From an optimization exercise on the open Yosys and OpenROAD flow, aimed at small area, a short achievable clock period and few clock cycles per item; shortcuts taken in it are not production practice. At most, simulation tests tie the RTL to the original design; equivalence was not proved. No activity file was given, so power comes from the tool's default toggle rates.

==> build 2 <==
// bfp_encoder
module bfp_encoder (
    input  wire          clk,
    input  wire          rst,
    input  wire          in_valid,
    output wire          in_ready,
    input  wire [1023:0] in_data,      
    input  wire [1:0]    in_fmt,       
    input  wire          in_nudge,     
    input  wire          in_stoch,     
    input  wire          in_reseed,    
    input  wire [15:0]   in_seed,
    output wire          out_valid,
    input  wire          out_ready,
    output wire [527:0]  out_block,    
    output wire [3:0]    out_flags     
);
    localparam [15:0] SEED_DEFAULT = 16'hACE1;
    function [15:0] lfsr_step;
        input [15:0] s;
        begin
            lfsr_step = s[0] ? ((s >> 1) ^ 16'hB400) : (s >> 1);
        end
    endfunction
    reg          a_v;
    reg [1023:0] a_data;
    reg [1:0]    a_fmt;
    reg          a_nudge, a_stoch, a_reseed;
    reg [15:0]   a_seed;
    reg          b_v;
    reg [1023:0] b_data;
    reg [1:0]    b_fmt;
    reg          b_stoch;
    reg [15:0]   b_s0;
    reg [31:0]   b_em;
    reg [7:0]    b_e;
    reg [7:0]    b_nud;
    reg          b_nan, b_inf, b_zero, b_sub, b_cap;
    reg  [15:0]  lfsr;
    reg          ov, vs;
    reg  [531:0] o_r, s_r;
    wire adv = ~vs;
    wire [15:0] rc_next;
    wire [15:0] g_cur = b_v ? (b_stoch ? rc_next : b_s0) : lfsr;
    wire [15:0] s0    = a_reseed ? ((a_seed == 16'd0) ? SEED_DEFAULT : a_seed) : g_cur;
    wire [7:0]  an_e;
    wire [7:0]  an_nud;
    wire [31:0] an_em;
    wire        an_nan, an_inf, an_nrm, an_sub, an_cap;
    bfp_analyze u_an (
        .data(a_data), .fmt(a_fmt), .nudge(a_nudge),
        .e(an_e), .nud(an_nud), .em_o(an_em),
        .has_nan(an_nan), .has_inf(an_inf), .has_nrm(an_nrm), .has_sub(an_sub),
        .e_cap(an_cap)
    );
    wire [527:0] rc_blk;
    wire [3:0]   rc_flg;
    bfp_round u_rd (
        .data(b_data), .fmt(b_fmt), .stoch(b_stoch), .s0(b_s0),
        .em(b_em), .e(b_e), .nud(b_nud),
        .has_nan(b_nan), .has_inf(b_inf), .all_zero(b_zero), .has_sub(b_sub),
        .e_cap(b_cap),
        .blk(rc_blk), .flg(rc_flg), .s_next(rc_next)
    );
    assign in_ready  = adv;
    assign out_valid = ov;
  ...
export LEC_CHECK = 0
export ABC_CLOCK_PERIOD_IN_PS = 40000
export CAP_MARGIN = 20
export CORE_MARGIN = 2
export CORE_UTILIZATION = 40
export SETUP_SLACK_MARGIN = 1.0
export SLEW_MARGIN = 20
create_clock -name core_clock -period 55.0 [get_ports {clk}]
standard.sh (not shown) runs the stock make flow with config.mk's settings and CLKGATE_MAP_FILE= SYNTH_SCRIPT=/design/flow/synth_recipe.tcl, a recipe that flattens the netlist after the stock synthesis.
==> flow/flow/run.sh <==
#!/bin/bash
# Layout flow: the standard synthesis unchanged, then the standard ORFS
# layout with plain buffers on the ports and timing repair aimed at the
# period the design can reach (a larger setup margin at the same clock).
set -euo pipefail
MARGIN=${MARGIN:-42}
bash standard.sh synth > synth.log 2>&1
bash standard.sh SETUP_SLACK_MARGIN=$MARGIN \
    BUFFER_PORTS_ARGS="-buffer_cell sky130_fd_sc_hd__buf_2" finish > layout.log 2>&1
==> inputs of trial 68, as changes to build 2 <==
--- a/flow/design.v
+++ b/flow/design.v
@@ -18,12 +18,21 @@
     function [15:0] lfsr_step;
         input [15:0] s;
         begin
             lfsr_step = s[0] ? ((s >> 1) ^ 16'hB400) : (s >> 1);
         end
     endfunction
+    function [15:0] lfsr_step32;
+        input [15:0] s;
+        integer k;
+        begin
+            lfsr_step32 = s;
+            for (k = 0; k < 32; k = k + 1)
+                lfsr_step32 = lfsr_step(lfsr_step32);
+        end
+    endfunction
     reg          a_v;
     reg [1023:0] a_data;
     reg [1:0]    a_fmt;
     reg          a_nudge, a_stoch, a_reseed;
     reg [15:0]   a_seed;
     reg          b_v;
@@ -36,15 +45,13 @@
     reg [7:0]    b_nud;
     reg          b_nan, b_inf, b_zero, b_sub, b_cap;
     reg  [15:0]  lfsr;
     reg          ov, vs;
     reg  [531:0] o_r, s_r;
     wire adv = ~vs;
-    wire [15:0] rc_next;
-    wire [15:0] g_cur = b_v ? (b_stoch ? rc_next : b_s0) : lfsr;
-    wire [15:0] s0    = a_reseed ? ((a_seed == 16'd0) ? SEED_DEFAULT : a_seed) : g_cur;
+    wire [15:0] s0 = a_reseed ? ((a_seed == 16'd0) ? SEED_DEFAULT : a_seed) : lfsr;
     wire [7:0]  an_e;
     wire [7:0]  an_nud;
     wire [31:0] an_em;
     wire        an_nan, an_inf, an_nrm, an_sub, an_cap;
     bfp_analyze u_an (
         .data(a_data), .fmt(a_fmt), .nudge(a_nudge),
@@ -56,13 +63,13 @@
     wire [3:0]   rc_flg;
     bfp_round u_rd (
         .data(b_data), .fmt(b_fmt), .stoch(b_stoch), .s0(b_s0),
         .em(b_em), .e(b_e), .nud(b_nud),
         .has_nan(b_nan), .has_inf(b_inf), .all_zero(b_zero), .has_sub(b_sub),
         .e_cap(b_cap),
-        .blk(rc_blk), .flg(rc_flg), .s_next(rc_next)
+        .blk(rc_blk), .flg(rc_flg)
     );
     assign in_ready  = adv;
     assign out_valid = ov;
     assign out_block = o_r[527:0];
     assign out_flags = o_r[531:528];
     always @(posedge clk) begin
@@ -72,14 +79,15 @@
             ov   <= 1'b0;
             vs   <= 1'b0;
             lfsr <= SEED_DEFAULT;
         end else begin
             if (adv) begin
                 a_v <= in_valid;
-                b_v  <= a_v;
-                lfsr <= g_cur;
+                b_v <= a_v;
+                if (a_v)
+                    lfsr <= a_stoch ? lfsr_step32(s0) : s0;
             end
             if (~ov | out_ready) begin
                 ov <= vs | (adv & b_v);
                 vs <= 1'b0;
             end else if (adv & b_v) begin
                 vs <= 1'b1;
@@ -199,14 +207,13 @@
     input  wire          has_nan,
     input  wire          has_inf,
     input  wire          all_zero,
     input  wire          has_sub,
     input  wire          e_cap,
     output reg  [527:0]  blk,
-    output reg  [3:0]    flg,
-    output wire [15:0]   s_next        
+    output reg  [3:0]    flg
 );
     function [15:0] lfsr_step;
         input [15:0] s;
         begin
             lfsr_step = s[0] ? ((s >> 1) ^ 16'hB400) : (s >> 1);
         end
@@ -218,13 +225,12 @@
     genvar gi, gk;
     generate
         for (gi = 0; gi < 32; gi = gi + 1) begin : g_draw
             assign draw[gi+1] = lfsr_step(draw[gi]);
         end
     endgenerate
-    assign s_next = draw[32];
     wire [4:0] fmt_c = fmt4 ? 5'd12 : (fmt8 ? 5'd8 : 5'd0);
     wire [8:0] sbase [0:3];
     wire [3:0] sbh   [0:3];
     wire [3:0] sbh1  [0:3];
     generate
         for (gi = 0; gi < 4; gi = gi + 1) begin : g_sbh
@@ -273,20 +279,19 @@
             for (gk = 0; gk < 2; gk = gk + 1) begin : g_c3
                 assign g3[gk] = g2[2*gk+1] | (p2[2*gk+1] & g2[2*gk]);
                 assign p3[gk] = p2[2*gk+1] & p2[2*gk];
             end
             wire        cst = g3[1] | (p3[1] & g3[0]);
             wire        up  = stoch ? cst : (v[15] & (v[16] | (|v[14:0]) | (stk & ~tbig)));
-            wire [15:0] cy;
-            wire [14:0] mi;
-            assign cy[0] = up;
-            for (gk = 0; gk < 15; gk = gk + 1) begin : g_inc
-                assign mi[gk]   = v[16+gk] ^ cy[gk];
-                assign cy[gk+1] = v[16+gk] & cy[gk];
+            wire [15:0] pa;                                  
+            assign pa[0] = 1'b1;
+            for (gk = 1; gk < 16; gk = gk + 1) begin : g_pa
+                assign pa[gk] = pa[gk-1] & v[16+gk-1];
             end
-            wire        sat = fmt4 ? cy[3] : (fmt8 ? cy[7] : cy[15]);
+            wire [14:0] mi  = v[30:16] ^ ({15{up}} & pa[14:0]);
+            wire        sat = up & (fmt4 ? pa[3] : (fmt8 ? pa[7] : pa[15]));
             wire        mz  = ~up & ~|v[30:16] & ~inf;
             assign el_code[gi] = {x[31] & ~mz, mi | {15{sat | inf}}};
             assign el_sat[gi]  = sat;
             assign el_loss[gi] = nrm & mz;
         end
     endgenerate
==> flow/run.sh (new file) <==
#!/bin/bash
# synth_recipe.tcl (not shown) runs the flow's synth.tcl, then flattens the netlist and writes it again
# the make line also repeats each setting of config.mk as NAME=value (left out here)
make -C /OpenROAD-flow-scripts/flow DESIGN_CONFIG=/design/flow/config.mk WORK_HOME=/design/flow/orfs CLKGATE_MAP_FILE= SYNTH_SCRIPT=/design/flow/synth_recipe.tcl finish
removed: flow/flow/run.sh
removed: flow/standard.sh
==> inputs of trial 24, as changes to build 2 <==
--- a/flow/design.v
+++ b/flow/design.v
@@ -18,22 +18,32 @@
     function [15:0] lfsr_step;
         input [15:0] s;
         begin
             lfsr_step = s[0] ? ((s >> 1) ^ 16'hB400) : (s >> 1);
         end
     endfunction
+    function [15:0] lfsr_step16;
+        input [15:0] s;
+        integer k;
+        begin
+            lfsr_step16 = s;
+            for (k = 0; k < 16; k = k + 1)
+                lfsr_step16 = lfsr_step(lfsr_step16);
+        end
+    endfunction
     reg          a_v;
     reg [1023:0] a_data;
     reg [1:0]    a_fmt;
     reg          a_nudge, a_stoch, a_reseed;
     reg [15:0]   a_seed;
     reg          b_v;
     reg [1023:0] b_data;
     reg [1:0]    b_fmt;
     reg          b_stoch;
     reg [15:0]   b_s0;
+    reg [15:0]   b_s16;        
     reg [31:0]   b_em;
     reg [7:0]    b_e;
     reg [7:0]    b_nud;
     reg          b_nan, b_inf, b_zero, b_sub, b_cap;
     reg  [15:0]  lfsr;
     reg          ov, vs;
@@ -52,13 +62,13 @@
         .has_nan(an_nan), .has_inf(an_inf), .has_nrm(an_nrm), .has_sub(an_sub),
         .e_cap(an_cap)
     );
     wire [527:0] rc_blk;
     wire [3:0]   rc_flg;
     bfp_round u_rd (
-        .data(b_data), .fmt(b_fmt), .stoch(b_stoch), .s0(b_s0),
+        .data(b_data), .fmt(b_fmt), .stoch(b_stoch), .s0(b_s0), .s16(b_s16),
         .em(b_em), .e(b_e), .nud(b_nud),
         .has_nan(b_nan), .has_inf(b_inf), .all_zero(b_zero), .has_sub(b_sub),
         .e_cap(b_cap),
         .blk(rc_blk), .flg(rc_flg), .s_next(rc_next)
     );
     assign in_ready  = adv;
@@ -93,12 +103,13 @@
             a_reseed <= in_reseed;
             a_seed   <= in_seed;
             b_data   <= a_data;
             b_fmt    <= a_fmt;
             b_stoch  <= a_stoch;
             b_s0     <= s0;
+            b_s16    <= lfsr_step16(s0);
             b_em     <= an_em;
             b_e      <= an_e;
             b_nud    <= an_nud;
             b_nan    <= an_nan;
             b_inf    <= an_inf;
             b_zero   <= ~an_nrm & ~an_inf;
@@ -190,12 +201,13 @@
 endmodule
 module bfp_round (
     input  wire [1023:0] data,
     input  wire [1:0]    fmt,
     input  wire          stoch,
     input  wire [15:0]   s0,
+    input  wire [15:0]   s16,
     input  wire [31:0]   em,
     input  wire [7:0]    e,
     input  wire [7:0]    nud,
     input  wire          has_nan,
     input  wire          has_inf,
     input  wire          all_zero,
@@ -215,13 +227,16 @@
     wire fmt8 = (fmt == 2'd2);
     wire [15:0] draw [0:32];
     assign draw[0] = s0;
     genvar gi, gk;
     generate
         for (gi = 0; gi < 32; gi = gi + 1) begin : g_draw
-            assign draw[gi+1] = lfsr_step(draw[gi]);
+            if (gi == 15)
+                assign draw[gi+1] = s16;
+            else
+                assign draw[gi+1] = lfsr_step(draw[gi]);
         end
     endgenerate
     assign s_next = draw[32];
     wire [4:0] fmt_c = fmt4 ? 5'd12 : (fmt8 ? 5'd8 : 5'd0);
     wire [8:0] sbase [0:3];
     wire [3:0] sbh   [0:3];
@@ -273,20 +288,19 @@
             for (gk = 0; gk < 2; gk = gk + 1) begin : g_c3
                 assign g3[gk] = g2[2*gk+1] | (p2[2*gk+1] & g2[2*gk]);
                 assign p3[gk] = p2[2*gk+1] & p2[2*gk];
             end
             wire        cst = g3[1] | (p3[1] & g3[0]);
             wire        up  = stoch ? cst : (v[15] & (v[16] | (|v[14:0]) | (stk & ~tbig)));
-            wire [15:0] cy;
-            wire [14:0] mi;
-            assign cy[0] = up;
-            for (gk = 0; gk < 15; gk = gk + 1) begin : g_inc
-                assign mi[gk]   = v[16+gk] ^ cy[gk];
-                assign cy[gk+1] = v[16+gk] & cy[gk];
+            wire [15:0] pa;
+            assign pa[0] = 1'b1;
+            for (gk = 1; gk < 16; gk = gk + 1) begin : g_pa
+                assign pa[gk] = pa[gk-1] & v[16+gk-1];
             end
-            wire        sat = fmt4 ? cy[3] : (fmt8 ? cy[7] : cy[15]);
+            wire [14:0] mi  = v[30:16] ^ ({15{up}} & pa[14:0]);
+            wire        sat = up & (fmt4 ? pa[3] : (fmt8 ? pa[7] : pa[15]));
             wire        mz  = ~up & ~|v[30:16] & ~inf;
             assign el_code[gi] = {x[31] & ~mz, mi | {15{sat | inf}}};
             assign el_sat[gi]  = sat;
             assign el_loss[gi] = nrm & mz;
         end
     endgenerate
==> flow/flow/run.sh (replaced) <==
#!/bin/bash
# Layout flow: the standard synthesis unchanged, then the standard ORFS
# layout with plain buffers on the ports, a denser floorplan, a smaller clock
# buffer, and timing repair aimed at the period the design can reach (a
# larger setup margin at the same clock).
set -euo pipefail
MARGIN=${MARGIN:-42.5}
bash standard.sh synth > synth.log 2>&1
bash standard.sh SETUP_SLACK_MARGIN=$MARGIN CORE_UTILIZATION=55 \
    CTS_BUF_LIST=sky130_fd_sc_hd__clkbuf_8 \
    BUFFER_PORTS_ARGS="-buffer_cell sky130_fd_sc_hd__buf_2" finish > layout.log 2>&1
==> Flow_metrics.wiki <==
{| class="wikitable"
! Metric !! Value
|-
| Total area of sequential cells || 91300 sq um
|-
| Most used cells in the layout excluding fill and tap cells || edfxtp_1 (2673), nand2_1 (2292), nor2_1 (1734), buf_2 (1580), o21ai_0 (1277)
|-
| Area of placed instances || 211000 sq um
|-
| Fraction of the mapped netlist area in simple logic gates || 16.2%
|-
| Share of power burned in combinational logic || 67.8%
|-
| Status || complete, no violations
|-
| Kind of end point of the critical path || output pin
|-
| Maximum operating frequency || 0.0770 GHz
|-
| Total met3 wirelength after detailed routing || 105 mm
|-
| Met1 wire length || 420 mm
|}
# the run above: build 2

==> Flow_metrics.wiki <==
{| class="wikitable"
! Metric !! Value
|-
| Status || complete, no violations
|-
| Total met3 wirelength after detailed routing || 124 mm
|-
| Area of placed instances || 220000 sq um
|-
| Maximum operating frequency || 0.0647 GHz
|-
| Fraction of the mapped netlist area in simple logic gates || 17.7%
|-
| Total area of sequential cells || 91300 sq um
|}
# the run above: trial 68

==> Flow_metrics.wiki <==
{| class="wikitable"
! Metric !! Value
|-
| Maximum operating frequency || 0.0766 GHz
|-
| Met1 wire length || 348 mm
|-
| Starting density of the core || 55.1%
|-
| Area of placed instances || 212000 sq um
|-
| Total met3 wirelength after detailed routing || 171 mm
|-
| Status || complete, no violations
|-
| Fraction of the mapped netlist area in simple logic gates || 17.4%
|-
| Total of buffers placed on input and output ports || 1582
|-
| Total area of sequential cells || 91800 sq um
|-
| Share of power burned in combinational logic || 70.4%
|}
# the run above: trial 24

Testbench counts of build 2, summed over its fixed seeds: cycles 4,128, blocks 4,096.
No functional check of the RTL was part of trial 68 and trial 24.

[separate check: timing with driven ports]
In the flow no input, the clock included, has a driving cell. The finished layouts below were timed again as built, in two steps.
Step 1 assumes that a clkbuf_16 drives the clock port and a buf_2 every other input.
Step 2 moves the port delays by t, midway between the first and last clock arrival at a register: inputs arrive t later, outputs are due t later. That takes back most of the time a late clock gives input paths.
Slacks: no drivers / after step 1 / after step 2; pairs: no drivers / after step 1.
run	t (ns)	slack for setup (ns)	clock arrival spread, ns	worst data-port slew with drivers (ns)
build 2	1.171	42.006 / 41.864 / 41.058	0.112 / 0.111	0.23
trial 68	1.168	39.532 / 39.532 / 38.578	0.113 / 0.114	0.42
trial 24	1.379	41.952 / 41.818 / 41.304	0.113 / 0.113	0.24
After both steps every run listed still meets setup and hold. The setup slack of trial 68, which loses most, moves by 0.000 ns with the drivers and by -0.954 ns with both steps.
